What follows belongs to an exercise in optimizing a design on an open flow for small area, a short achievable clock period and few clock cycles per item; a production flow would make more cautious choices. Function was checked by simulation only, so behaviour that the tests miss may differ from the original.

==> design/flow/design.v <==
module rolk_xu (
    input  wire        clk,
    input  wire        rst,           
    input  wire        in_valid,
    output wire        in_ready,
    input  wire [31:0] in_insn,
    input  wire [63:0] in_ga,
    input  wire [63:0] in_gb,
    input  wire [63:0] in_gc,
    input  wire [63:0] in_gd,
    input  wire [31:0] in_seed,
    output reg         out_valid,
    output reg         out_illegal,
    output reg  [63:0] out_result
);
    function [63:0] c32_12;
        input [39:0] u;
        reg [82:40] t;
        begin
            t[40] = u[4] ^ u[7];
            t[41] = u[5] ^ u[6];
            t[42] = u[1] ^ u[2];
            t[43] = u[0] ^ u[3];
            t[44] = u[33] ^ u[38];
            t[45] = u[34] ^ u[36];
            t[46] = t[40] ^ t[41];
            t[47] = u[35] ^ u[37];
            t[48] = u[7] ^ u[39];
            t[49] = u[32] ^ t[45];
            t[50] = u[0] ^ t[40];
            t[51] = u[2] ^ u[5];
            t[52] = u[3] ^ u[4];
            t[53] = t[44] ^ t[47];
            t[54] = t[42] ^ t[43];
            t[55] = t[41] ^ t[42];
            t[56] = u[2] ^ u[3];
            t[57] = u[1] ^ u[5];
            t[58] = u[1] ^ t[41];
            t[59] = u[3] ^ u[7];
            t[60] = u[33] ^ u[35];
            t[61] = u[0] ^ t[47];
            t[62] = u[6] ^ t[45];
            t[63] = t[43] ^ t[44];
            t[64] = u[1] ^ u[36];
            t[65] = u[34] ^ u[39];
            t[66] = u[6] ^ t[40];
            t[67] = u[3] ^ t[40];
            t[68] = u[0] ^ u[4];
            t[69] = u[2] ^ u[7];
            t[70] = u[2] ^ t[41];
            t[71] = u[33] ^ t[61];
            t[72] = t[42] ^ t[53];
            t[73] = t[42] ^ t[48];
            t[74] = u[34] ^ t[63];
            t[75] = u[37] ^ t[48];
            t[76] = u[38] ^ u[39];
            t[77] = t[49] ^ t[51];
            t[78] = u[35] ^ t[65];
            t[79] = u[1] ^ u[32];
            t[80] = u[0] ^ t[44];
            t[81] = u[37] ^ u[39];
            t[82] = u[32] ^ u[34];
            c32_12[0] = u[4] ^ u[8] ^ t[54];
            c32_12[1] = u[4] ^ u[5] ^ u[9] ^ t[54];
            c32_12[2] = u[10] ^ t[52] ^ t[55];
            c32_12[3] = u[11] ^ t[46] ^ t[56];
            c32_12[4] = u[7] ^ u[12] ^ t[55];
            c32_12[5] = u[1] ^ u[13] ^ t[66];
            c32_12[6] = u[14] ^ t[57] ^ t[67];
            c32_12[7] = u[3] ^ u[15] ^ t[58];
            c32_12[8] = u[2] ^ u[6] ^ u[16] ^ t[50];
            c32_12[9] = u[17] ^ t[50] ^ t[51];
            c32_12[10] = u[4] ^ u[18] ^ t[70];
            c32_12[11] = u[19] ^ t[41] ^ t[59];
            c32_12[12] = u[6] ^ u[20] ^ t[42] ^ t[59];
            c32_12[13] = u[1] ^ u[7] ^ u[21];
            c32_12[14] = u[1] ^ u[22] ^ t[52];
            c32_12[15] = u[23] ^ t[51] ^ t[68];
            c32_12[16] = u[24] ^ t[43] ^ t[58];
            c32_12[17] = u[6] ^ u[25] ^ t[42] ^ t[50];
            c32_12[18] = u[5] ^ u[26] ^ t[40];
            c32_12[19] = u[4] ^ u[27] ^ t[41] ^ t[54];
            c32_12[20] = u[3] ^ u[28] ^ t[42] ^ t[46];
            c32_12[21] = u[0] ^ u[7] ^ u[29] ^ t[58];
            c32_12[22] = u[30] ^ t[43] ^ t[66];
            c32_12[23] = u[31] ^ t[51] ^ t[59];
            c32_12[24] = u[6] ^ t[42];
            c32_12[25] = t[43] ^ t[69];
            c32_12[26] = u[2];
            c32_12[27] = u[3];
            c32_12[28] = t[68];
            c32_12[29] = u[0] ^ t[57];
            c32_12[30] = u[0] ^ u[6] ^ t[42];
            c32_12[31] = u[7] ^ t[54];
            c32_12[32] = u[16] ^ t[49] ^ t[50] ^ t[60];
            c32_12[33] = u[17] ^ t[49] ^ t[57] ^ t[71];
            c32_12[34] = u[0] ^ u[18] ^ t[62] ^ t[72];
            c32_12[35] = u[3] ^ u[19] ^ u[38] ^ t[45] ^ t[47] ^ t[73];
            c32_12[36] = u[2] ^ u[20] ^ t[74] ^ t[75];
            c32_12[37] = u[21] ^ t[48] ^ t[63] ^ t[64];
            c32_12[38] = u[22] ^ u[36] ^ t[71] ^ t[73];
            c32_12[39] = u[23] ^ t[67] ^ t[72];
            c32_12[40] = u[24] ^ t[52] ^ t[76] ^ t[77];
            c32_12[41] = u[3] ^ u[25] ^ t[41] ^ t[49] ^ t[75];
            c32_12[42] = u[26] ^ u[37] ^ u[38] ^ t[62];
            c32_12[43] = u[27] ^ u[38] ^ t[48] ^ t[61];
            c32_12[44] = u[1] ^ u[28] ^ t[44] ^ t[50] ^ t[78];
            c32_12[45] = u[5] ^ u[29] ^ u[33] ^ u[39] ^ t[40] ^ t[42];
            c32_12[46] = u[30] ^ u[36] ^ t[46] ^ t[56] ^ t[60];
            c32_12[47] = u[31] ^ u[37] ^ t[43] ^ t[46] ^ t[49];
            c32_12[48] = t[46] ^ t[53] ^ t[79];
            c32_12[49] = t[48] ^ t[49] ^ t[70] ^ t[80];
            c32_12[50] = u[6] ^ t[52] ^ t[64] ^ t[81];
            c32_12[51] = t[53] ^ t[77];
            c32_12[52] = u[3] ^ u[39] ^ t[53] ^ t[62];
            c32_12[53] = u[32] ^ t[80] ^ t[81];
            c32_12[54] = u[32] ^ u[35] ^ t[40] ^ t[64] ^ t[76];
            c32_12[55] = t[47] ^ t[50] ^ t[51] ^ t[65];
            c32_12[56] = u[1] ^ t[46] ^ t[74];
            c32_12[57] = u[0] ^ u[32] ^ t[42] ^ t[46] ^ t[78];
            c32_12[58] = u[34] ^ t[52] ^ t[55];
            c32_12[59] = u[35] ^ t[46] ^ t[56];
            c32_12[60] = u[32] ^ u[36] ^ t[43] ^ t[46];
            c32_12[61] = u[33] ^ u[37] ^ t[46] ^ t[79];
            c32_12[62] = t[41] ^ t[44] ^ t[69] ^ t[82];
            c32_12[63] = u[3] ^ u[6] ^ t[48] ^ t[60] ^ t[82];
        end
    endfunction
    function [63:0] c64_t2;
        input [63:0] u;
        reg [111:64] t;
        begin
            t[64] = u[52] ^ u[53];
            t[65] = u[55] ^ u[60];
            t[66] = u[57] ^ u[61];
            t[67] = u[56] ^ u[63];
            t[68] = u[48] ^ u[58];
            t[69] = u[49] ^ u[59];
            t[70] = u[51] ^ u[62];
            t[71] = u[50] ^ u[54];
            t[72] = t[64] ^ t[68];
            t[73] = t[66] ^ t[70];
            t[74] = u[60] ^ t[67];
            t[75] = t[65] ^ t[69];
            t[76] = u[62] ^ t[71];
            t[77] = u[49] ^ u[61];
            t[78] = u[50] ^ u[55];
            t[79] = u[56] ^ t[66];
            t[80] = u[51] ^ t[67];
            t[81] = u[48] ^ u[53];
            t[82] = u[52] ^ u[54];
            t[83] = u[58] ^ t[70];
            t[84] = u[50] ^ t[65];
            t[85] = u[48] ^ t[64];
            t[86] = u[59] ^ u[62];
            t[87] = u[57] ^ t[69];
            t[88] = u[57] ^ u[63];
            t[89] = u[52] ^ u[58];
            t[90] = t[76] ^ t[79];
            t[91] = u[51] ^ t[72];
            t[92] = u[55] ^ t[71];
            t[93] = t[67] ^ t[77];
            t[94] = u[50] ^ u[56];
            t[95] = u[53] ^ t[68];
            t[96] = t[72] ^ t[74];
            t[97] = t[64] ^ t[66];
            t[98] = u[48] ^ u[52];
            t[99] = t[64] ^ t[65];
            t[100] = u[51] ^ t[82];
            t[101] = t[73] ^ t[78];
            t[102] = t[67] ^ t[86];
            t[103] = t[74] ^ t[83];
            t[104] = u[54] ^ t[83];
            t[105] = t[76] ^ t[87];
            t[106] = t[75] ^ t[95];
            t[107] = u[59] ^ t[88];
            t[108] = t[65] ^ t[81];
            t[109] = t[77] ^ t[80];
            t[110] = t[72] ^ t[84];
            t[111] = u[59] ^ u[63];
            c64_t2[0] = u[55] ^ t[90] ^ t[98];
            c64_t2[1] = u[63] ^ t[71] ^ t[77] ^ t[91];
            c64_t2[2] = t[64] ^ t[69] ^ t[70] ^ t[92];
            c64_t2[3] = t[71] ^ t[80] ^ t[99];
            c64_t2[4] = u[50] ^ t[70] ^ t[81];
            c64_t2[5] = u[49] ^ u[63] ^ t[100];
            c64_t2[6] = t[64] ^ t[78];
            c64_t2[7] = t[85] ^ t[101];
            c64_t2[8] = u[49] ^ t[64] ^ t[67] ^ t[104];
            c64_t2[9] = u[61] ^ t[81] ^ t[102];
            c64_t2[10] = t[84] ^ t[93] ^ t[98];
            c64_t2[11] = u[49] ^ u[53] ^ t[73] ^ t[94];
            c64_t2[12] = u[55] ^ u[61] ^ t[68] ^ t[80];
            c64_t2[13] = u[48] ^ u[61] ^ t[69] ^ t[92];
            c64_t2[14] = u[49] ^ u[56] ^ t[70] ^ t[84];
            c64_t2[15] = u[50] ^ u[52] ^ t[66] ^ t[80];
            c64_t2[16] = u[0] ^ u[57] ^ t[64] ^ t[83];
            c64_t2[17] = u[1] ^ t[66] ^ t[78] ^ t[95] ^ t[102];
            c64_t2[18] = u[2] ^ u[54] ^ t[87] ^ t[103];
            c64_t2[19] = u[3] ^ u[54] ^ t[68] ^ t[74] ^ t[86];
            c64_t2[20] = u[4] ^ u[63] ^ t[66] ^ t[75];
            c64_t2[21] = u[5] ^ u[57] ^ t[65] ^ t[68] ^ t[82];
            c64_t2[22] = u[6] ^ t[72] ^ t[105];
            c64_t2[23] = u[7] ^ t[69] ^ t[73] ^ t[96];
            c64_t2[24] = u[8] ^ t[67] ^ t[106];
            c64_t2[25] = u[9] ^ u[60] ^ t[69] ^ t[71] ^ t[79];
            c64_t2[26] = u[10] ^ u[58] ^ t[73] ^ t[84];
            c64_t2[27] = u[11] ^ u[51] ^ t[68] ^ t[92] ^ t[107];
            c64_t2[28] = u[12] ^ u[51] ^ u[56] ^ t[75] ^ t[89];
            c64_t2[29] = u[13] ^ u[54] ^ t[86] ^ t[108];
            c64_t2[30] = u[14] ^ u[54] ^ t[65] ^ t[93];
            c64_t2[31] = u[15] ^ u[48] ^ t[82];
            c64_t2[32] = u[16] ^ u[49] ^ t[85] ^ t[90];
            c64_t2[33] = u[17] ^ t[72] ^ t[109];
            c64_t2[34] = u[18] ^ t[64] ^ t[105];
            c64_t2[35] = u[19] ^ t[73] ^ t[96];
            c64_t2[36] = u[20] ^ u[54] ^ u[58] ^ u[62] ^ u[63] ^ t[69] ^ t[97];
            c64_t2[37] = u[21] ^ u[59] ^ t[66] ^ t[96];
            c64_t2[38] = u[22] ^ t[72] ^ t[75] ^ t[94];
            c64_t2[39] = u[23] ^ t[70] ^ t[75] ^ t[85];
            c64_t2[40] = u[24] ^ u[49] ^ u[62] ^ t[88] ^ t[108];
            c64_t2[41] = u[25] ^ u[58] ^ t[71] ^ t[93];
            c64_t2[42] = u[26] ^ u[57] ^ u[59] ^ t[70] ^ t[78];
            c64_t2[43] = u[27] ^ u[51] ^ t[74] ^ t[89];
            c64_t2[44] = u[28] ^ u[59] ^ t[97];
            c64_t2[45] = u[29] ^ t[79] ^ t[110];
            c64_t2[46] = u[30] ^ t[69] ^ t[78] ^ t[91];
            c64_t2[47] = u[31] ^ t[73] ^ t[75] ^ t[81];
            c64_t2[48] = u[32] ^ t[74] ^ t[76] ^ t[77] ^ t[89];
            c64_t2[49] = u[33] ^ u[53] ^ t[101] ^ t[111];
            c64_t2[50] = u[34] ^ t[82] ^ t[103];
            c64_t2[51] = u[35] ^ u[55] ^ t[97] ^ t[111];
            c64_t2[52] = u[36] ^ t[66] ^ t[110];
            c64_t2[53] = u[37] ^ t[78] ^ t[87] ^ t[91];
            c64_t2[54] = u[38] ^ t[73] ^ t[106];
            c64_t2[55] = u[39] ^ t[68] ^ t[75] ^ t[88];
            c64_t2[56] = u[40] ^ u[58] ^ u[60] ^ u[61] ^ t[69] ^ t[94];
            c64_t2[57] = u[41] ^ u[48] ^ u[56] ^ u[59] ^ t[65] ^ t[100];
            c64_t2[58] = u[42] ^ u[49] ^ t[79] ^ t[99];
            c64_t2[59] = u[43] ^ u[53] ^ u[58] ^ t[90];
            c64_t2[60] = u[44] ^ u[55] ^ t[104] ^ t[107];
            c64_t2[61] = u[45] ^ u[59] ^ t[65] ^ t[67] ^ t[89];
            c64_t2[62] = u[46] ^ u[59] ^ t[65] ^ t[76] ^ t[85];
            c64_t2[63] = u[47] ^ u[53] ^ u[54] ^ t[65] ^ t[109];
        end
    endfunction
    wire [5:0]  w_op  = in_insn[31:26];
    wire [3:0]  w_fn  = in_insn[3:0];
    wire [4:0]  w_k   = in_insn[10:6];
    wire [15:0] w_imm = in_insn[15:0];
    wire w_r    = w_op == 6'h01;
    wire w_i    = w_op >= 6'h04 && w_op <= 6'h0E;
    wire w_bfx  = w_op == 6'h0F;
    wire w_bfi  = w_op == 6'h10;
    wire w_orh  = w_op >= 6'h11 && w_op <= 6'h13;
    wire w_crc  = w_op == 6'h30;
    wire w_ill_r = in_insn[10:4] != 7'd0 || w_fn > 4'd13 || (w_fn >= 4'd12 && in_insn[15:11] != 5'd0);
    wire w_c32  = w_crc && in_insn[4:0] == 5'd0 && w_k >= 5'd1 && w_k <= 5'd8;
    wire w_h0   = w_crc && in_insn[4:0] == 5'd1 && w_k == 5'd0;
    wire w_h1   = w_crc && in_insn[4:0] == 5'd1 && w_k == 5'd1;
    wire w_ill  = w_r ? w_ill_r :
                  w_i ? (w_op >= 6'h08 && w_op <= 6'h0B && w_imm[15:6] != 10'd0) :
                  (w_bfx || w_bfi) ? w_imm[15:12] != 4'd0 :
                  w_orh ? 1'b0 :
                  w_crc ? !(w_c32 || w_h0 || w_h1) : 1'b1;
    wire w_shl = (w_r && w_fn == 4'd5) || w_op == 6'h08;
    wire w_shr = (w_r && w_fn == 4'd6) || w_op == 6'h09;
    wire w_sar = (w_r && w_fn == 4'd7) || w_op == 6'h0A;
    wire w_rot = (w_r && w_fn == 4'd8) || w_op == 6'h0B;
    wire w_min = (w_r && w_fn == 4'd9) || w_op == 6'h0C;
    wire w_max = (w_r && w_fn == 4'd10) || w_op == 6'h0D;
    wire w_mul = (w_r && w_fn == 4'd11) || w_op == 6'h0E;
    wire w_pc  = w_r && w_fn == 4'd12;
    wire w_add = (w_r && w_fn == 4'd0) || (w_r && w_fn == 4'd1) || w_op == 6'h04;
    wire w_and = (w_r && w_fn == 4'd2) || w_op == 6'h05;
    wire w_or  = (w_r && w_fn == 4'd3) || w_op == 6'h06 || w_orh;
    wire w_xor = (w_r && w_fn == 4'd4) || w_op == 6'h07;
    wire w_sh  = w_shl || w_shr || w_sar || w_rot || w_bfx || w_bfi;
    wire w_mm  = w_min || w_max;
    wire w_clz = w_r && w_fn == 4'd13;
    wire w_sub = w_r && w_fn == 4'd1;
    wire w_dir = w_shr || w_sar || w_bfx;
    wire w_eng = !w_ill && (w_mul || w_pc || w_crc);    
    wire w_sext = w_op == 6'h04 || w_op == 6'h0C || w_op == 6'h0D || w_op == 6'h0E;
    wire [15:0] w_ext = {16{w_sext & w_imm[15]}};
    wire w_muli = w_op == 6'h0E;
    wire [63:0] w_immb = {(w_op == 6'h13) ? w_imm : w_ext,
                          (w_op == 6'h12) ? w_imm : w_ext,
                          (w_op == 6'h11) ? w_imm : w_ext,
                          w_orh ? 16'd0 : w_imm};
    wire w_useimm = w_i || w_orh;
    wire w_hash = w_op == 6'h30 && in_insn[0];
    wire [63:0] w_y = w_bfi ? in_gd : w_useimm ? w_immb : w_hash ? in_ga : in_gb;
    wire [5:0] w_amt  = (w_bfx || w_bfi) ? w_imm[11:6] : (w_r ? in_gb[5:0] : w_imm[5:0]);
    wire [5:0] w_ramt = w_dir ? 6'd0 - w_amt : w_amt;
    wire [63:0] w_ys  = w_y ^ {64{w_sub}};
    wire [63:0] w_yi = {{48{w_imm[15]}}, w_imm};
    reg [7:0] w_cgt, w_ceq;
    integer cb;
    always @(*) begin
        for (cb = 0; cb < 8; cb = cb + 1) begin
            if (cb == 7) begin
                w_cgt[cb] = w_r ? ($signed(in_gb[63:56]) > $signed(in_ga[63:56]))
                                : ($signed(w_yi[63:56]) > $signed(in_ga[63:56]));
            end else begin
                w_cgt[cb] = w_r ? (in_gb[8*cb +: 8] > in_ga[8*cb +: 8])
                                : (w_yi[8*cb +: 8] > in_ga[8*cb +: 8]);
            end
            w_ceq[cb] = w_r ? (in_ga[8*cb +: 8] == in_gb[8*cb +: 8])
                            : (in_ga[8*cb +: 8] == w_yi[8*cb +: 8]);
        end
    end
    wire w_mc = w_mul || w_pc || w_op == 6'h30 && (in_insn[0] || in_insn[10:8] != 3'd0 || in_insn[7:6] == 2'd3);
    reg [47:0] w_pcn;
    integer b;
    always @(*) begin
        for (b = 0; b < 16; b = b + 1)
            w_pcn[3*b +: 3] = {2'd0, in_ga[4*b]} + {2'd0, in_ga[4*b+1]} +
                              {2'd0, in_ga[4*b+2]} + {2'd0, in_ga[4*b+3]};
    end
    reg [7:0] w_mz;               
    integer mi;
    always @(*) begin
        w_mz[0] = in_gb[7:0] == 8'd0;
        for (mi = 1; mi < 8; mi = mi + 1)
            w_mz[mi] = in_gb[8*mi+7 -: 9] == 9'd0 || in_gb[8*mi+7 -: 9] == 9'h1FF;
    end
    reg [2:0] mb_top;
    reg       mb_none;
    always @(*) begin
        mb_none = 1'b0;
        if (!w_mz[7] || !w_mz[6]) mb_top = 3'd6;
        else if (!w_mz[5])        mb_top = 3'd5;
        else if (!w_mz[4])        mb_top = 3'd4;
        else if (!w_mz[3])        mb_top = 3'd3;
        else if (!w_mz[2])        mb_top = 3'd2;
        else if (!w_mz[1])        mb_top = 3'd1;
        else begin
            mb_top  = 3'd0;
            mb_none = w_mz[0];
        end
    end
    wire [3:0] w_mulnm1 = (w_muli || mb_none) ? 4'd2 : {1'b0, mb_top} + 4'd2;
    function [11:0] booth;
        input [8:0] yy;
        integer k;
        begin
            for (k = 0; k < 4; k = k + 1) begin
                booth[3*k]     = yy[2*k+1] ^ yy[2*k];
                booth[3*k + 1] = (yy[2*k+2] & ~yy[2*k+1] & ~yy[2*k]) | (~yy[2*k+2] & yy[2*k+1] & yy[2*k]);
                booth[3*k + 2] = yy[2*k+2] & ~(yy[2*k+1] & yy[2*k]);
            end
        end
    endfunction
    reg        rdy_q;             
    reg [63:0] ga_q, gb_q;        
    reg [63:0] gc_q;              
    reg [63:0] gd_q;              
    reg [31:0] sd_q;              
    reg        q_alu, q_ill, q_add, q_and, q_or, q_xor, q_sh, q_mm, q_clz;
    reg        q_eng, q_mul, q_c32, q_h0, q_h1, q_pc;
    reg        q_sub, q_dir, q_sar, q_bf, q_bfi, q_all, q_min;
    reg [3:0]  q_nm1;             
    reg        q_odd;
    reg [5:0]  q_amt, q_pos, q_w;
    reg [7:0]  q_cgt, q_ceq;
    reg [11:0] q_bc;              
    reg [2:0]  q_mt;              
    assign in_ready = rdy_q;
    wire take = in_valid & rdy_q & !rst;
    wire [63:0] x = ga_q;
    wire [63:0] y = gb_q;
    wire [63:0] ay = y;               
    wire [63:0] ag = x & ay;
    wire [63:0] ap = x ^ ay;
    function [63:0] ks_carry;       
        input [63:0] g0, p0;
        input        ci;
        reg   [63:0] g, p, gn, pn;
        integer k, d;
        begin
            g = g0;
            p = p0;
            g[0] = g[0] | (p[0] & ci);
            for (d = 1; d < 64; d = d * 2) begin
                gn = g;
                pn = p;
                for (k = d; k < 64; k = k + 1) begin
                    gn[k] = g[k] | (p[k] & g[k - d]);
                    pn[k] = p[k] & p[k - d];
                end
                g = gn;
                p = pn;
            end
            ks_carry = {g[62:0], ci};
        end
    endfunction
    wire        acin = q_sub & q_add;
    wire [63:0] asum = ap ^ ks_carry(ag, ap, acin);
    wire [3:0]  lt_g1 = {q_cgt[7] | (q_ceq[7] & q_cgt[6]), q_cgt[5] | (q_ceq[5] & q_cgt[4]),
                         q_cgt[3] | (q_ceq[3] & q_cgt[2]), q_cgt[1] | (q_ceq[1] & q_cgt[0])};
    wire [3:0]  lt_e1 = {q_ceq[7] & q_ceq[6], q_ceq[5] & q_ceq[4], q_ceq[3] & q_ceq[2], q_ceq[1] & q_ceq[0]};
    wire [1:0]  lt_g2 = {lt_g1[3] | (lt_e1[3] & lt_g1[2]), lt_g1[1] | (lt_e1[1] & lt_g1[0])};
    wire        lt    = lt_g2[1] | (lt_e1[3] & lt_e1[2] & lt_g2[0]);
    wire [63:0] mm   = (q_min ? lt : !lt) ? x : y;
    wire [63:0] r0    = q_amt[0] ? {x[62:0], x[63]}      : x;
    wire [63:0] r1    = q_amt[1] ? {r0[61:0], r0[63:62]} : r0;
    wire [63:0] r2    = q_amt[2] ? {r1[59:0], r1[63:60]} : r1;
    wire [63:0] r3    = q_amt[3] ? {r2[55:0], r2[63:56]} : r2;
    wire [63:0] r4    = q_amt[4] ? {r3[47:0], r3[63:48]} : r3;
    wire [63:0] rot   = q_amt[5] ? {r4[31:0], r4[63:32]} : r4;
    function [63:0] th;
        input [7:0] h8, e8, l8;
        integer k;
        begin
            for (k = 0; k < 64; k = k + 1)
                th[k] = h8[k / 8] | (e8[k / 8] & l8[k % 8]);
        end
    endfunction
    reg [7:0] m1h, m1e, m1l, m2h, m2e, m2l;
    wire [6:0] hi = {1'b0, q_pos} + {1'b0, q_w};
    integer kk;
    always @(*) begin
        for (kk = 0; kk < 8; kk = kk + 1) begin
            m1h[kk] = q_all | (q_dir ? kk < q_amt[5:3] : kk > q_amt[5:3]);
            m1e[kk] = kk == q_amt[5:3];
            m1l[kk] = q_dir ? kk < q_amt[2:0] : kk >= q_amt[2:0];
            m2h[kk] = !q_bf | hi[6] | (kk < hi[5:3]);
            m2e[kk] = kk == hi[5:3];
            m2l[kk] = kk <= hi[2:0];
        end
    end
    wire [63:0] m1    = th(m1h, m1e, m1l);
    wire [63:0] m2    = th(m2h, m2e, m2l);
    wire [63:0] msk   = m1 & m2;
    wire [63:0] fill  = q_sar ? {64{x[63]}} : (q_bfi ? y : 64'd0);
    wire [63:0] shres = (rot & msk) | (fill & ~msk);
    function [2:0] lz4;    
        input [3:0] a;
        begin
            lz4[2]   = a == 4'd0;
            lz4[1:0] = a[3] ? 2'd0 : a[2] ? 2'd1 : a[1] ? 2'd2 : 2'd3;
        end
    endfunction
    reg [2:0] z1 [0:15];
    reg [3:0] z2 [0:7];
    reg [4:0] z3 [0:3];
    reg [5:0] z4 [0:1];
    reg [6:0] clz;
    integer g;
    always @(*) begin
        for (g = 0; g < 16; g = g + 1)
            z1[g] = lz4(x[4*g +: 4]);
        for (g = 0; g < 8; g = g + 1)
            z2[g] = (z1[2*g+1][2] && z1[2*g][2]) ? {1'b1, 3'd0} :
                    z1[2*g+1][2] ? {2'b01, z1[2*g][1:0]} : {2'b00, z1[2*g+1][1:0]};
        for (g = 0; g < 4; g = g + 1)
            z3[g] = (z2[2*g+1][3] && z2[2*g][3]) ? {1'b1, 4'd0} :
                    z2[2*g+1][3] ? {2'b01, z2[2*g][2:0]} : {2'b00, z2[2*g+1][2:0]};
        for (g = 0; g < 2; g = g + 1)
            z4[g] = (z3[2*g+1][4] && z3[2*g][4]) ? {1'b1, 5'd0} :
                    z3[2*g+1][4] ? {2'b01, z3[2*g][3:0]} : {2'b00, z3[2*g+1][3:0]};
        clz = (z4[1][5] && z4[0][5]) ? 7'd64 :
              z4[1][5] ? {2'b01, z4[0][4:0]} : {2'b00, z4[1][4:0]};
    end
    wire [63:0] alu_res = ({64{q_add | mul_fin}} & asum) |
                          ({64{q_and}} & ag) |
                          ({64{q_or}}  & (ag | ap)) |
                          ({64{q_xor}} & ap) |
                          ({64{q_mm}}  & mm) |
                          ({64{q_sh}}  & shres) |
                          ({64{q_clz}} & {57'd0, clz});
    reg        busy_q;            
    reg        mq_mul, mq_c32, mq_h0, mq_h1, mq_pc;
    reg [3:0]  rem_q;             
    reg        odd_q;             
    wire       m_mul = q_mul | (busy_q & mq_mul);
    wire       m_c32 = q_c32 | (busy_q & mq_c32);
    wire       m_h0  = q_h0  | (busy_q & mq_h0);
    wire       m_h1  = q_h1  | (busy_q & mq_h1);
    wire       m_pc  = q_pc  | (busy_q & mq_pc);
    wire       eng   = q_eng || busy_q;
    wire       last  = busy_q ? (rem_q == 4'd1) : (q_nm1 == 4'd0);
    wire       oddk  = busy_q ? odd_q : q_odd;
    wire [3:0] rem_after = q_eng ? q_nm1 : busy_q ? rem_q - 4'd1 : 4'd0;
    reg  [63:0] row [0:3];
    reg  [3:0]  bneg;
    integer i;
    always @(*) begin
        for (i = 0; i < 4; i = i + 1) begin
            bneg[i] = q_bc[3*i + 2];
            row[i]  = ((({64{q_bc[3*i]}} & x) | ({64{q_bc[3*i + 1]}} & {x[62:0], 1'b0})) ^ {64{bneg[i]}}) << (2*i);
        end
    end
    wire [63:0] s_in = {busy_q ? gc_q[55:0] : 56'd0, 1'b0, bneg[3], 6'd0};
    wire [63:0] c_in = {busy_q ? gd_q[55:0] : 56'd0, 8'd0};
    wire [63:0] row2 = row[2];
    wire [63:0] row3 = row[3] | {58'd0, bneg[2], 1'b0, bneg[1], 1'b0, bneg[0]};
    wire [63:0] a1 = s_in ^ c_in ^ row[0];
    wire [63:0] b1 = ((s_in & c_in) | (s_in & row[0]) | (c_in & row[0])) << 1;
    wire [63:0] a2 = row[1] ^ row2 ^ row3;
    wire [63:0] b2 = ((row[1] & row2) | (row[1] & row3) | (row2 & row3)) << 1;
    wire [63:0] a3 = a1 ^ b1 ^ a2;
    wire [63:0] b3 = ((a1 & b1) | (a1 & a2) | (b1 & a2)) << 1;
    wire [63:0] s4 = a3 ^ b3 ^ b2;
    wire [63:0] c4 = ((a3 & b3) | (a3 & b2) | (b3 & b2)) << 1;
    wire        mul_lastc = busy_q & mq_mul & (rem_q == 4'd2);    
    reg  [2:0]  mt_q;
    wire [2:0]  mt = q_mul ? q_mt : mt_q;                          
    reg  [8:0]  mwin;
    always @(*) begin
        case (mt)
            3'd0:    mwin = {gb_q[7:0], 1'b0};
            3'd1:    mwin = gb_q[15:7];
            3'd2:    mwin = gb_q[23:15];
            3'd3:    mwin = gb_q[31:23];
            3'd4:    mwin = gb_q[39:31];
            3'd5:    mwin = gb_q[47:39];
            3'd6:    mwin = gb_q[55:47];
            default: mwin = gb_q[63:55];
        endcase
    end
    wire        mul_fin   = busy_q & mq_mul & (rem_q == 4'd1);    
    reg [4:0] pc16 [0:3];
    integer n;
    always @(*) begin
        for (n = 0; n < 4; n = n + 1)
            pc16[n] = ({2'd0, gd_q[12*n +: 3]} + {2'd0, gd_q[12*n + 3 +: 3]}) +
                      ({2'd0, gd_q[12*n + 6 +: 3]} + {2'd0, gd_q[12*n + 9 +: 3]});
    end
    wire [6:0] pcnt = ({2'd0, sd_q[4:0]} + {2'd0, sd_q[12:8]}) + ({2'd0, sd_q[20:16]} + {2'd0, sd_q[28:24]});
    wire [15:0] cdat  = gb_q[63:48];
    wire [31:0] c32s  = sd_q;
    wire [31:0] c32_v1 = c32s ^ {24'd0, cdat[15:8]};
    wire [63:0] c32_o = c32_12({c32s[15:8] ^ cdat[7:0], c32_v1});
    wire [31:0] c32_1 = c32_o[31:0];
    wire [31:0] c32_2 = c32_o[63:32];
    wire [63:0] c64_2 = c64_t2(gc_q ^ {cdat, 48'd0});
    wire [63:0] eng_res = ({64{m_c32}} & {32'd0, oddk ? c32_1 : c32_2}) |
                          ({64{m_h0}}  & {32'd0, ~c32_2}) |
                          ({64{m_h1}}  & c64_2) |
                          ({64{m_pc}}  & {57'd0, pcnt});
    always @(posedge clk) begin
        if (rdy_q) begin
            ga_q <= in_ga;
            gb_q <= w_ys;
            gc_q <= in_gc;
            gd_q <= w_hash ? in_gb : {16'd0, w_pcn};
            sd_q <= w_c32 ? in_ga[31:0] : in_seed;
            q_bc <= w_r ? booth(in_gb[63:55]) : booth(w_imm[15:7]);
        end else begin
            if (m_mul) begin
                if (mul_lastc) begin
                    ga_q <= s4;
                    gb_q <= c4;
                end
                gc_q <= s4;
                gd_q <= c4;
            end else begin
                gb_q <= {gb_q[47:0], gd_q[63:48]};
                gd_q <= {gd_q[47:0], 16'd0};
                gc_q <= c64_2;
            end
            sd_q <= m_pc ? {3'd0, pc16[3], 3'd0, pc16[2], 3'd0, pc16[1], 3'd0, pc16[0]} : c32_2;
            q_bc <= booth(mwin);
            mt_q <= mt - 3'd1;
        end
        q_alu <= take & !w_eng;
        q_ill <= w_ill;
        q_add <= take & w_add;  q_and <= take & w_and;  q_or <= take & w_or;
        q_xor <= take & w_xor;  q_sh  <= take & w_sh;   q_mm <= take & w_mm;
        q_clz <= take & w_clz;
        q_eng <= take & w_eng;
        q_mul <= take & w_eng & w_mul;
        q_pc  <= take & w_eng & w_pc;
        q_c32 <= take & w_c32;
        q_h0  <= take & w_h0;
        q_h1  <= take & w_h1;
        q_sub <= w_sub;
        q_dir <= w_dir;
        q_sar <= w_sar;
        q_bf  <= w_bfx || w_bfi;
        q_bfi <= w_bfi;
        q_all <= w_rot || (w_dir && w_amt == 6'd0);
        q_min <= w_min;
        q_nm1 <= w_c32 ? ((w_k[3:0] + 4'd1) >> 1) - 4'd1 : w_pc ? 4'd1 : w_mul ? w_mulnm1 : 4'd7;
        q_odd <= w_k[0];
        q_amt <= w_ramt;
        q_mt  <= w_muli ? 3'd0 : mb_top;
        q_cgt <= w_cgt;
        q_ceq <= w_ceq;
        q_pos <= w_bfi ? w_imm[11:6] : 6'd0;
        q_w   <= w_imm[5:0];
        if (q_eng) begin
            mq_mul <= q_mul;
            mq_c32 <= q_c32;
            mq_h0  <= q_h0;
            mq_h1  <= q_h1;
            mq_pc  <= q_pc;
            odd_q  <= q_odd;
        end
        rem_q <= rem_after;
        out_illegal <= q_alu & q_ill;
        out_result  <= alu_res | (eng_res & {64{!q_alu}});
        if (rst) begin
            rdy_q     <= 1'b1;
            busy_q    <= 1'b0;
            out_valid <= 1'b0;
        end else begin
            rdy_q     <= take ? !w_mc : (rem_after <= 4'd1);
            busy_q    <= rem_after != 4'd0;
            out_valid <= q_alu || (eng && last);
        end
    end
endmodule
==> design/flow/flow/run.sh <==
#!/bin/bash
set -euo pipefail
cd "$(dirname "$0")/.."
bash standard.sh SETUP_SLACK_MARGIN=6.5 \
    "BUFFER_PORTS_ARGS=-buffer_cell sky130_fd_sc_hd__buf_1" \
    "CTS_ARGS=-sink_clustering_enable -repair_clock_nets -dont_use_dummy_load -sink_clustering_size 14 -sink_clustering_max_diameter 60 -buf_list {sky130_fd_sc_hd__clkbuf_4 sky130_fd_sc_hd__clkbuf_8}" \
    finish > make.log 2>&1
==> design/flow/standard.sh <==
#!/bin/bash
# synth_recipe.tcl (not shown) runs the flow's synth.tcl, then flattens the netlist and writes it again
# the make line also repeats each setting of config.mk as NAME=value (left out here)
make -C /OpenROAD-flow-scripts/flow DESIGN_CONFIG=/design/flow/config.mk WORK_HOME=/design/flow/orfs CLKGATE_MAP_FILE= SYNTH_SCRIPT=/design/flow/synth_recipe.tcl "${@:-finish}"
==> design/flow/config.mk <==
export PLATFORM = sky130hd
export DESIGN_NAME = rolk_xu
export DESIGN_NICKNAME = rolk_xu
export VERILOG_FILES = /design/flow/design.v
export SDC_FILE = /design/flow/constraint.sdc
export NUM_CORES = 8
export LEC_CHECK = 0
export ABC_AREA = 1
export CAP_MARGIN = 35
export CORE_MARGIN = 2
export CORE_UTILIZATION = 35
export GPL_TIMING_DRIVEN = 1
export SLEW_MARGIN = 35
==> design/flow/constraint.sdc <==
create_clock -name core_clock -period 10.0 [get_ports {clk}]
set_input_delay 2.0000 -clock core_clock [delete_from_list [all_inputs] [get_ports {clk}]]
set_output_delay 2.0000 -clock core_clock [all_outputs]
set_load 0.01 [all_outputs]
==> flow_metrics.py, run 1 <==
metrics = {
    "synth": {
        "synth_simple_gate_area_share": 0.317,
        "synthesis.area_um2": 62200,
        "synth_area_per_cell_um2": 6.28,
        "synth-edff-count": 137,
        "synth_xor_area_frac": 0.0685,
        "synth_top_family_by_area": "simple AND/OR/NAND/NOR gates",
        "synth_common_cells": "nand2_1 (2559), nand3_1 (1243), inv_1 (1169), o21ai_0 (688), nor2_1 (599)",
        "synthFlopType": "dfxtp_1",
        "ys_types": 58,
        "synth_compound_area_frac": 0.182,
        "synthAdderAreaFrac": 0.162,
        "synth_top_area_cell": "nand2_1",
        "yosys_register_bits": 444,
        "ys_warn_count": 7,
        "syn_inst": 9904,
        "synthesis.nets": 10900,
        "synthMuxAreaShare": 0.000181,
        "synth_most_common_cell": "nand2_1",
        "netlist.area_leader.share": 0.154,
        "yosysSeqAreaShare": 0.165,
        "synthTopCellsByArea": "nand2_1 (15%), nand3_1 (10%), dfxtp_1 (9.9%)",
        "async_flop_share": 0,
    },
    "final_layout": {
        "nets": 11300,
        "fill_cells": 19300,
        "drive_gt1_frac": 0.112,
        "final_core_util": 0.414,
        "syn_to_final_growth_pct": 17.4,
    },
    "floorplanning": {
        "initial_utilization": 0.353,
        "io_pins": 390,
        "die_w_um": 426,
        "rows": 154,
        "core_um2": 176000,
        "die_height_um": 426,
        "die_area_um2": 181000,
    },
    "clocking": {
        "holdBufCountCts": 0,
        "cts_tree": "yes",
        "cts.clk_slew.worst_paths_ns": 0.06,
        "htree_levels": 3,
        "cts.sinks": 444,
        "numCtsBuffers": 68,
        "clk_latency_ns": 0.87,
        "cts_root_buf": "clkbuf_8",
        "clk_path_buf_depth": 3,
    },
    "sta": {
        "skew_ns": 0.155,
        "period_share": 0.368,
        "fin_crit_ns": 3.68,
        "relSlewSlack": 0.311,
        "timing.fmax_ghz": 0.272,
        "finalSetupViolCount": 0,
        "rsz0062_at_grt": "yes",
        "hold_violations": 0,
        "slew_violations": 0,
        "finalSetupTns_ns": 0,
        "worst_pin_slew_ns": 1.03,
    },
    "route": {
        "ant_nets": 0,
        "firstDrtPassIters": 7,
        "drc_errors": 0,
        "viasPerCell": 6.34,
        "drt_wl_total_um": 475000,
        "wl_per_cell_um": 37.4,
        "routed-via-count": 80400,
        "first_iter_violations": 13100,
    },
    "global_route": {
        "grt_max_degree": 150,
        "track_usage": 0.500,
        "grt_pass1_wl_um": 617000,
        "antenna_found_initial": 38,
        "grt_pass1_vias": 71900,
        "overflow": 0,
    },
    "placed_design": {
        "dp.final_hpwl_um": 367000,
        "globalplace.congestion": 1.11,
        "port_buffers": 379,
    },
    "setup_path": {
        "cp_max_fo": 9,
        "startpoint_type": "register",
        "critical_path_arrival_ns": 4.26,
        "critPathKind": "register to register",
        "endpoint_kind": "register",
        "cp.required_ns": 10.58,
    },
    "run": {
        "max_cap_violations": 0,
    },
    "run_status": {
        "status": "complete, no violations",
    },
    "worst_hold_path": {
        "hold_path_class": "register to register",
    },
}
cells by family (layout without fill, tap and decap cells):
logic type,count (synthesis),count (layout)
adder cells (fa/ha/maj),640,640
multiplexers,1,1
AO/OA/AOI/OAI,1957,1957
flip-flops,444,444
other,0,45
buffers and inverters,1720,2115
AND/OR/NAND/NOR,4662,4665
XOR/XNOR,480,480
final timing paths:
kind | start | slack, ns | to | depth (start not counted)
max | gb_q[57] | 6.32 | out_result[27] | 11
min | q_ill | 0.42 | out_illegal | 2
max reg2reg | gb_q[57] | 6.32 | out_result[27] | 11
min reg2reg | q_ill | 0.42 | out_illegal | 2
cell usage in the layout (no fill, tap or decap), types with 322 or more instances in the layout:
cell type	instances
nand2_1	2481
nand3_1	1217
inv_1	1093
o21ai_0	642
nor2_1	550
a21oi_1	499
xor2_1	387
buf_1	371
ha_1	340
buf_4	322
layout make-up:
class                      count  area, um2  share of cell area
clock buffer                  68        936              0.0128
antenna                       45        113             0.00154
inverter                    1218       4860              0.0666
multi-input combinational   7743      47600               0.652
timing repair inverter         1       5.00           0.0000685
sequential                   444      10300               0.141
tap                         2340       2930              0.0401
timing repair buffer         828       6230              0.0853
registers in the layout (all words and copies together), names as in the netlist, 4 cells and up:
name and count:
sd_q 32, rem_q 4, q_bc 12, q_w 6, q_ceq 7, ga_q 64, gd_q 64, q_amt 6
out_result 64, gc_q 64, gb_q 64, q_nm1 4, q_cgt 8, q_pos 6
layer usage:
layer,track usage,share of wire,up-vias
met3,0.177,0.13,1583
li1,-,-,33700
met4,0.430,0.11,24
met5,0,0.00075,-
met1,0.609,0.37,38600
met2,0.693,0.39,6433
what timing repair did:
| action | 4_1_cts | 5_1_grt |
|---|---|---|
| endpoints found under the hold margin | 0 | 0 |
| setup endpoints to repair | 360 | 229 |
| setup buffers | 181 | 77 |
| pin swaps | 16 | 108 |
| resized for setup | 389 | 365 |
| gates cloned | 13 | 14 |
stage by stage:
stage	setup WS (ns)	instances	hold slack (ns)	instance area [um2]
after global placement	4.46	12300	0.398	66000
after global routing	6.35	12600	0.455	72900
after CTS	6.40	12600	0.417	70400
final	6.32	12700	0.418	73000
after detailed placement	4.47	12300	0.404	66100
after floorplan	6.47	9904	0.390	62300
critical path: stages, from the launching register on:
cell and delay (ns):
edfxtp_1 0.32, buf_4 0.44, inv_4 0.24, nand2_1 0.13
nand2_1 0.19, xnor2_1 0.70, xor2_1 0.36, nand3_1 0.15
nand3_1 0.29, nand3_1 0.12, nand2_1 0.19, nand3_2 0.23
Testbench counts, summed over its fixed seeds: cycles 15,943, items 8,000.
==> inputs of run 2 (changes only) <==
--- a/design/flow/config.mk
+++ b/design/flow/config.mk
@@ -9,5 +9,5 @@
 export CAP_MARGIN = 35
 export CORE_MARGIN = 2
-export CORE_UTILIZATION = 35
+export CORE_UTILIZATION = 25
 export GPL_TIMING_DRIVEN = 1
 export SLEW_MARGIN = 35
==> run 2 against run 1 <==
Synthesized area did not move. Design area is 0.30% lower. Clock skew is 0.044 ns higher. Register-to-register slack worse by 0.04 ns. Setup slack got worse by 0.040 ns. Critical endpoint unchanged. Largest cell class unchanged. Highest routed layer unchanged.
==> flow_metrics.py, run 2 <==
metrics = {
    "run_status": {
        "status": "complete, no violations",
    },
    "synth": {
        "synth-edff-count": 137,
        "synth_top_area_cell": "nand2_1",
        "ys_warn_count": 7,
        "async_flop_share": 0,
        "synthesis.nets": 10900,
        "synth_most_common_cell": "nand2_1",
        "synthesis.area_um2": 62200,
        "yosys_register_bits": 444,
        "synth_area_per_cell_um2": 6.28,
        "synthFlopType": "dfxtp_1",
        "yosysSeqAreaShare": 0.165,
        "netlist.area_leader.share": 0.154,
        "syn_inst": 9904,
        "ys_types": 58,
        "synthTopCellsByArea": "nand2_1 (15%), nand3_1 (10%), dfxtp_1 (9.9%)",
        "synth_common_cells": "nand2_1 (2559), nand3_1 (1243), inv_1 (1169), o21ai_0 (688), nor2_1 (599)",
    },
    "clocking": {
        "clk_path_buf_depth": 3,
        "cts_tree": "yes",
        "cts_root_buf": "clkbuf_8",
        "cts.clk_slew.worst_paths_ns": 0.09,
        "numCtsBuffers": 66,
        "clk_latency_ns": 0.93,
        "htree_levels": 3,
        "cts.sinks": 444,
    },
    "sta": {
        "worst_pin_slew_ns": 1.14,
        "skew_ns": 0.199,
        "fin_crit_ns": 3.72,
        "slew_violations": 0,
        "rsz0062_at_grt": "yes",
        "hold_violations": 0,
        "timing.fmax_ghz": 0.269,
        "finalSetupTns_ns": 0,
        "finalSetupViolCount": 0,
        "period_share": 0.372,
        "relSlewSlack": 0.239,
        "fin_ws_ns": 6.28,
    },
    "global_route": {
        "grt_pass1_wl_um": 575000,
        "overflow": 0,
        "grt_max_degree": 132,
        "track_usage": 0.329,
        "antenna_found_initial": 51,
        "grt_pass1_vias": 69000,
    },
    "final_layout": {
        "stdcell_area_um2": 72800,
        "syn_to_final_growth_pct": 17.0,
        "fill_cells": 28000,
        "final_common_cell": "nand2_1",
        "multi_input_area_um2": 47100,
        "drive_gt1_frac": 0.0996,
        "nets": 11200,
        "final_cell_mix": "nand2_1 (2462), nand3_1 (1212), inv_1 (1096)",
        "seqCellArea_um2": 10300,
        "fin_cells": 13600,
    },
    "floorplanning": {
        "rows": 183,
        "die_w_um": 503,
        "die_area_um2": 253000,
        "initial_utilization": 0.251,
        "core_um2": 248000,
        "die_height_um": 503,
        "io_pins": 390,
    },
    "setup_path": {
        "cp.required_ns": 10.70,
        "path_delay_family": "simple AND/OR/NAND/NOR gates",
        "critPathKind": "register to register",
        "crit_path_frequent_cell": "nand2_1",
        "endpoint_kind": "register",
        "cp_max_fo": 9,
        "critical_path_arrival_ns": 4.42,
        "crit_slowest_cell": "xor2_1",
        "slowest_delay_ns": 0.57,
        "critPathBufInv": 3,
        "worstPathCellList": "buf_4, inv_4, nand2_1, nand2_4, xnor2_2, xor2_1, inv_1, nand2_1, nand3_1, nand3_1, nand2_1, nand3_2",
        "startpoint_type": "register",
    },
    "placed_design": {
        "place_area_um2": 67300,
        "globalplace.congestion": 1.14,
        "dp.final_hpwl_um": 348000,
        "port_buffers": 379,
        "dp.cells": 13300,
        "pre_cts_slack_ns": 4.66,
    },
    "route": {
        "drc_errors": 0,
        "first_iter_violations": 13500,
        "drt_wl_total_um": 436000,
        "routed-via-count": 78200,
        "firstDrtPassIters": 9,
        "wl_per_cell_um": 32.0,
        "viasPerCell": 5.74,
        "ant_nets": 0,
    },
    "worst_hold_path": {
        "hold_path_class": "register to register",
    },
    "run": {
        "max_cap_violations": 0,
    },
}
## run 2: repair_timing
item / CTS / global route
gates resized for setup: 359 / 300
setup buffers: 187 / 40
pin swaps: 4 / 30
hold buffers: 0 / 0
setup endpoints to repair: 367 / 274
cloned: 3 / 6
## run 2: area by class of cell
type	instances	share of cell area
antenna	38	0.00131
clock buffer	66	0.0125
inverter	1218	0.0669
multi-input combinational	7743	0.648
sequential	444	0.142
tap	3330	0.0572
timing repair buffer	777	0.0729
timing repair inverter	1	0.000120
## run 2: final timing paths
check                 from  slack [ns]  cells past startpoint        endpoint
setup / recovery  gb_q[63]        6.28                     12  out_result[27]
hold / removal        q_h1        0.44                      0           mq_h1
setup reg to reg  gb_q[63]        6.28                     12  out_result[27]
hold reg to reg       q_h1        0.44                      0           mq_h1
## run 2: worst reg2reg max path, cell delays in order, from the launching register on
cell and delay (ns):
edfxtp_1 0.34, buf_4 0.32, inv_4 0.21, nand2_1 0.14, nand2_4 0.16, xnor2_2 0.39
xor2_1 0.57, inv_1 0.24, nand2_1 0.15, nand3_1 0.29, nand3_1 0.20, nand2_1 0.23
nand3_2 0.27
## run 2: routing by layer
metal  routed length (um)  global-route usage  vias to the layer above
li1                     -                   -                    33600
met1               165000               0.423                    37000
met2               163000               0.433                     6257
met3                68700               0.137                     1289
met4                39700               0.240                       36
met5                  380                   0                        -
## run 2: through the flow
stage / util / hold WS [ns]
2_1_floorplan: - / 0.390
3_3_place_gp: 0.271 / 0.425
3_5_place_dp: 0.271 / 0.426
4_1_cts: 0.287 / 0.447
5_1_grt: 0.293 / 0.455
6_report: 0.294 / 0.444
## run 2: logic make-up after synthesis
| kind of cell | after synthesis | synth area share |
|---|---|---|
| AO/OA/AOI/OAI | 1957 | 0.182 |
| flip-flops | 444 | 0.165 |
| multiplexers | 1 | 0.000181 |
| XOR/XNOR | 480 | 0.0685 |
| AND/OR/NAND/NOR | 4662 | 0.317 |
| buffers and inverters | 1720 | 0.105 |
| adder cells (fa/ha/maj) | 640 | 0.162 |
==> inputs of run 3 (changes only) <==
--- a/design/flow/config.mk
+++ b/design/flow/config.mk
@@ -9,5 +9,5 @@
 export CAP_MARGIN = 35
 export CORE_MARGIN = 2
-export CORE_UTILIZATION = 25
+export CORE_UTILIZATION = 30
 export GPL_TIMING_DRIVEN = 1
 export SLEW_MARGIN = 35
==> run 3 against run 2 <==
Die area decreased by 17%. Clock-buffer cell count did not move. Critical path type unchanged. Global-route usage up 6.8 points. Largest cell class unchanged.
==> flow_metrics.py, run 3 <==
metrics = {
    "final_layout": {
        "final_cell_mix": "nand2_1 (2456), nand3_1 (1215), inv_1 (1096)",
        "fin_cells": 13000,
        "final_common_cell": "nand2_1",
        "nets": 11200,
        "syn_to_final_growth_pct": 17.1,
        "fill_cells": 23000,
        "drive_gt1_frac": 0.107,
    },
    "global_route": {
        "overflow": 0,
        "grt_pass1_vias": 69600,
        "track_usage": 0.397,
        "grt_max_degree": 131,
        "grt_pass1_wl_um": 579000,
        "antenna_found_initial": 39,
    },
    "clocking": {
        "cts_tree": "yes",
        "clk_path_buf_depth": 3,
        "holdBufCountCts": 0,
        "cts.clk_slew.worst_paths_ns": 0.09,
        "clk_latency_ns": 0.91,
        "cts_root_buf": "clkbuf_8",
        "htree_levels": 3,
        "numCtsBuffers": 66,
        "cts.sinks": 444,
    },
    "sta": {
        "finalSetupViolCount": 0,
        "worst_pin_slew_ns": 1.16,
        "skew_ns": 0.167,
        "timing.fmax_ghz": 0.270,
        "rsz0062_at_grt": "yes",
        "period_share": 0.370,
        "finalSetupTns_ns": 0,
        "fin_crit_ns": 3.70,
        "relSlewSlack": 0.229,
        "slew_violations": 0,
        "hold_violations": 0,
        "holdWs_ns": 0.446,
    },
    "setup_path": {
        "startpoint_type": "register",
        "endpoint_kind": "register",
        "cp_max_fo": 5,
        "cp.required_ns": 10.63,
        "critical_path_arrival_ns": 4.33,
        "critPathKind": "register to register",
    },
    "run_status": {
        "status": "complete, no violations",
    },
    "floorplanning": {
        "initial_utilization": 0.301,
        "io_pins": 390,
        "core_um2": 207000,
        "die_w_um": 459,
        "rows": 167,
        "die_area_um2": 211000,
        "die_height_um": 459,
    },
    "route": {
        "ant_nets": 0,
        "routed-via-count": 78200,
        "firstDrtPassIters": 7,
        "viasPerCell": 6.01,
        "first_iter_violations": 13300,
        "wl_per_cell_um": 34.0,
        "drt_wl_total_um": 442000,
        "drc_errors": 0,
    },
    "synth": {
        "synthesis.area_um2": 62200,
        "yosysSeqAreaShare": 0.165,
        "netlist.area_leader.share": 0.154,
        "syn_inst": 9904,
        "synth-edff-count": 137,
        "async_flop_share": 0,
        "synthTopCellsByArea": "nand2_1 (15%), nand3_1 (10%), dfxtp_1 (9.9%)",
        "synth_top_area_cell": "nand2_1",
        "ys_warn_count": 7,
        "synthFlopType": "dfxtp_1",
        "synth_area_per_cell_um2": 6.28,
        "yosys_register_bits": 444,
        "synthesis.nets": 10900,
        "ys_types": 58,
        "synth_most_common_cell": "nand2_1",
        "synth_common_cells": "nand2_1 (2559), nand3_1 (1243), inv_1 (1169), o21ai_0 (688), nor2_1 (599)",
    },
    "placed_design": {
        "dp.cells": 12600,
        "port_buffers": 379,
        "dp.final_hpwl_um": 347000,
        "globalplace.congestion": 1.10,
    },
    "worst_hold_path": {
        "hold_path_class": "register to register",
    },
    "run": {
        "max_cap_violations": 0,
    },
}
## run 3: cell counts after synthesis
Identical to the previous run, type by type.
## run 3: kinds of logic (layout without fill, tap and decap cells)
| family | Yosys count | after routing | synth area share |
|---|---|---|---|
| flip-flops | 444 | 444 | 0.165 |
| AND/OR/NAND/NOR | 4662 | 4664 | 0.317 |
| XOR/XNOR | 480 | 480 | 0.0685 |
| adder cells (fa/ha/maj) | 640 | 640 | 0.162 |
| AO/OA/AOI/OAI | 1957 | 1957 | 0.182 |
| buffers and inverters | 1720 | 2097 | 0.105 |
| other | 0 | 23 | 0 |
| multiplexers | 1 | 1 | 0.000181 |
## run 3: area by class of cell
cell class / instances / area, um2 / area share
diodes: 23 / 57.6 / 0.000790
flip-flops and latches: 444 / 10300 / 0.142
well taps: 2704 / 3380 / 0.0464
repair buffers: 808 / 5790 / 0.0795
repair inverters: 5 / 42.5 / 0.000584
inverters: 1218 / 4880 / 0.0670
clock buffers: 66 / 908 / 0.0125
multi-input cells: 7742 / 47500 / 0.652
## run 3: path summary, 6_finish.rpt
check,slack (ns),cells past startpoint,end,start
setup reg to reg,6.30,19,out_result[46],q_add
hold reg to reg,0.45,0,mq_h1,q_h1
hold / removal,0.45,0,mq_h1,q_h1
setup / recovery,6.30,19,out_result[46],q_add
## run 3: per-stage QoR
step	worst slack, ns	util	area [um2]
after floorplan	6.47	-	62300
after global placement	4.42	0.322	66400
after detailed placement	4.77	0.322	66500
after CTS	6.35	0.342	70700
after global routing	6.32	0.352	72800
final	6.30	0.353	72900
## run 3: repair_timing
action / CTS / global route
setup endpoints to repair: 337 / 276
gates resized for setup: 390 / 335
gates cloned: 6 / 19
buffers inserted: 202 / 45
pin swaps: 7 / 70
## run 3: layer usage
metal | wire (um) | share of wire | track usage | up-vias
li1 | - | - | - | 33600
met1 | 165000 | 0.37 | 0.501 | 36900
met2 | 168000 | 0.38 | 0.537 | 6112
met3 | 64800 | 0.15 | 0.150 | 1475
met4 | 44000 | 0.10 | 0.304 | 28
met5 | 465 | 0.0011 | 0.0110 | -
## run 3: critical path: stages, from the launching register on
cell	delay, ns
dfxtp_1	0.37
nand2_1	0.33
fa_1	0.52
inv_2	0.12
fa_2	0.24
nand3_1	0.13
nand2_4	0.14
nand2_1	0.07
nand2_2	0.18
nand2_1	0.10
nand2_2	0.19
nand2_1	0.10
nand2_1	0.18
nand2_1	0.08
nand2_1	0.11
nand2_1	0.06
nand2_1	0.06
nor2_1	0.07
nor2_4	0.25
nand2_2	0.14
==> inputs of run 4 (changes only) <==
==> design/flow/flow/run.sh (replaced) <==
#!/bin/bash
set -euo pipefail
cd "$(dirname "$0")/.."
bash standard.sh SETUP_SLACK_MARGIN=6.6 \
    "BUFFER_PORTS_ARGS=-buffer_cell sky130_fd_sc_hd__buf_1" \
    "CTS_ARGS=-sink_clustering_enable -repair_clock_nets -dont_use_dummy_load -sink_clustering_size 14 -sink_clustering_max_diameter 60 -buf_list {sky130_fd_sc_hd__clkbuf_4 sky130_fd_sc_hd__clkbuf_8}" \
    finish > make.log 2>&1
==> run 4 against run 3 <==
Critical endpoint is now out_result[35]. Via count up 1.2%. Clock-buffer cell count grew 4. Setup slack improved by 0.025 ns. Synthesized area is the same. Still clean on timing, DRC and antenna. Global-route usage increased by 0.86 points. Largest cell class unchanged. Worst hold slack gained 0.0019 ns.
==> flow_metrics.py, run 4 <==
metrics = {
    "run_status": {
        "status": "complete, no violations",
    },
    "final_layout": {
        "final_core_util": 0.361,
        "syn_to_final_growth_pct": 19.8,
        "final_common_cell": "nand2_1",
        "drive_gt1_frac": 0.129,
        "nets": 11300,
        "fill_cells": 22900,
        "fin_cells": 13100,
        "final_cell_mix": "nand2_1 (2440), nand3_1 (1203), inv_1 (1082)",
    },
    "synth": {
        "ys_types": 58,
        "ys_warn_count": 7,
        "synth_most_common_cell": "nand2_1",
        "synth_top_area_cell": "nand2_1",
        "netlist.area_leader.share": 0.154,
        "synth_common_cells": "nand2_1 (2559), nand3_1 (1243), inv_1 (1169), o21ai_0 (688), nor2_1 (599)",
        "yosysSeqAreaShare": 0.165,
        "synth-edff-count": 137,
        "synthTopCellsByArea": "nand2_1 (15%), nand3_1 (10%), dfxtp_1 (9.9%)",
        "synthesis.area_um2": 62200,
        "synthFlopType": "dfxtp_1",
        "synthesis.nets": 10900,
        "syn_inst": 9904,
        "async_flop_share": 0,
        "yosys_register_bits": 444,
        "synth_area_per_cell_um2": 6.28,
    },
    "route": {
        "wl_per_cell_um": 34.5,
        "drt_wl_total_um": 451000,
        "viasPerCell": 6.05,
        "ant_nets": 0,
        "first_iter_violations": 13100,
        "routed-via-count": 79100,
        "firstDrtPassIters": 17,
        "drc_errors": 0,
    },
    "sta": {
        "period_share": 0.368,
        "holdWs_ns": 0.448,
        "timing.fmax_ghz": 0.272,
        "fin_ws_ns": 6.32,
        "finalSetupTns_ns": 0,
        "fin_crit_ns": 3.68,
        "hold_violations": 0,
        "worst_pin_slew_ns": 1.13,
        "skew_ns": 0.192,
        "slew_violations": 0,
        "finalSetupViolCount": 0,
        "rsz0062_at_grt": "yes",
        "relSlewSlack": 0.239,
    },
    "setup_path": {
        "slowest_delay_ns": 0.62,
        "startpoint_type": "register",
        "r2r-start": "gb_q[34]",
        "critical_path_arrival_ns": 4.27,
        "path_delay_family": "simple AND/OR/NAND/NOR gates",
        "crit_slowest_cell": "edfxtp_1",
        "worstPathCellList": "inv_1, ha_1, nand2_1, nor2_2, nand2_1, nor2_1, nand4_1, nand3b_1, a21oi_1, o21ai_0, nand3_1",
        "cp.required_ns": 10.59,
        "critPathKind": "register to register",
        "cp_max_fo": 5,
        "crit_start": "gb_q[34]",
        "r2r_end": "out_result[35]",
        "reg2reg_depth": 11,
        "crit_path_frequent_cell": "nand2_1",
        "endpoint_kind": "register",
        "reg2reg_slack_ns": 6.32,
        "critPathBufInv": 1,
    },
    "clocking": {
        "holdBufCountCts": 0,
        "cts_root_buf": "clkbuf_8",
        "cts_tree": "yes",
        "numCtsBuffers": 70,
        "cts.sinks": 444,
        "clk_path_buf_depth": 3,
        "clk_latency_ns": 0.93,
        "htree_levels": 3,
        "cts.clk_slew.worst_paths_ns": 0.10,
    },
    "global_route": {
        "grt_pass1_vias": 70600,
        "grt_max_degree": 131,
        "antenna_found_initial": 51,
        "overflow": 0,
        "track_usage": 0.406,
        "grt_pass1_wl_um": 591000,
    },
    "floorplanning": {
        "rows": 167,
        "core_um2": 207000,
        "die_w_um": 459,
        "die_height_um": 459,
        "die_area_um2": 211000,
        "io_pins": 390,
        "initial_utilization": 0.301,
    },
    "placed_design": {
        "dp.cells": 12700,
        "port_buffers": 379,
        "dp.final_hpwl_um": 352000,
        "pre_cts_slack_ns": 5.15,
        "globalplace.congestion": 1.12,
    },
    "worst_hold_path": {
        "hold_path_class": "register to register",
        "worstHoldEndpoint": "mq_c32",
        "hp-start": "q_c32",
        "hold_depth": 0,
    },
    "run": {
        "max_cap_violations": 0,
    },
}
[run 4: timing repair]
item	in CTS	in global routing
resized for setup	520	494
pin swaps	27	161
buffers inserted	213	88
setup endpoints to repair	368	267
gates cloned	13	15
[run 4: metrics by stage]
stage | area (um2)
2_1_floorplan | 62500
3_3_place_gp | 66500
3_5_place_dp | 66600
4_1_cts | 71500
5_1_grt | 74500
6_report | 74600
[run 4: area by class of cell]
class / count / area (um2) / area share
inverter: 1218 / 4920 / 0.0660
timing repair buffer: 864 / 6320 / 0.0848
timing repair inverter: 6 / 52.6 / 0.000705
sequential: 444 / 10300 / 0.139
tap: 2704 / 3380 / 0.0454
clock buffer: 70 / 963 / 0.0129
antenna: 25 / 62.6 / 0.000839
multi-input combinational: 7745 / 48500 / 0.651
[run 4: worst register-to-register path: cells and delay by family, from the launching register on]
kind	cells	cell delay, ns
AND/OR/NAND/NOR	7	1.87
adder cells (fa/ha/maj)	1	0.49
buffers and inverters	1	0.19
flip-flops	1	0.62
AO/OA/AOI/OAI	2	0.19
[run 4: layer usage]
metal  GRT usage  wire (um)  up-vias  share of wire
li1            -          -    33800              -
met1       0.507     168000    37500           0.37
met2       0.553     174000     6271           0.38
met3       0.152      64400     1441           0.14
met4       0.320      45200       38           0.10
met5           0        295        -        0.00065
[run 4: worst max-delay path by stage]
stage,slack (ns),end,depth (start not counted)
2_1_floorplan,6.52,gb_q[7],13
3_3_place_gp,4.86,gb_q[52],12
3_5_place_dp,5.15,gb_q[52],12
4_1_cts,6.58,ga_q[45],10
5_1_grt,6.45,ga_q[51],11
6_report,6.32,out_result[35],11
[run 4: cell families after synthesis]
| kind of cell | synth area share |
|---|---|
| buffers and inverters | 0.105 |
| adders and majority gates | 0.162 |
| DFF | 0.165 |
| xor gates and xnor gates | 0.0685 |
| muxes | 0.000181 |
| AOI/OAI and AO/OA | 0.182 |
| and+or+nand+nor | 0.317 |

## what the ideal ports hide
How much do the figures lean on ideal ports? The routed layouts below were timed once more, with nothing changed but the port constraints. Step 1 sets driving cells, clkbuf_16 on the clock port and buf_2 on the other inputs (assumed; they add their load-dependent delay and slew). Step 2, shift: input delay + t, output delay - t, t = (earliest + latest rising clock arrival at the registers) / 2. This alone moves slack from input paths to output paths. a / b / c = ideal ports / drivers / drivers and shift; a / b = the first two.
run	shift t [ns]	setup WS [ns]	worst setup path at the end
run 1	0.881	6.318 / 6.318 / 5.600	input to register
run 2	0.922	6.277 / 6.277 / 5.534	input to register
run 3	0.917	6.295 / 6.295 / 5.594	input to register
run 4	0.927	6.320 / 6.320 / 5.661	input to register
After both steps every run listed still meets setup and hold. The setup slack of run 2, which loses most, moves by 0.000 ns with the drivers and by -0.743 ns with both steps.
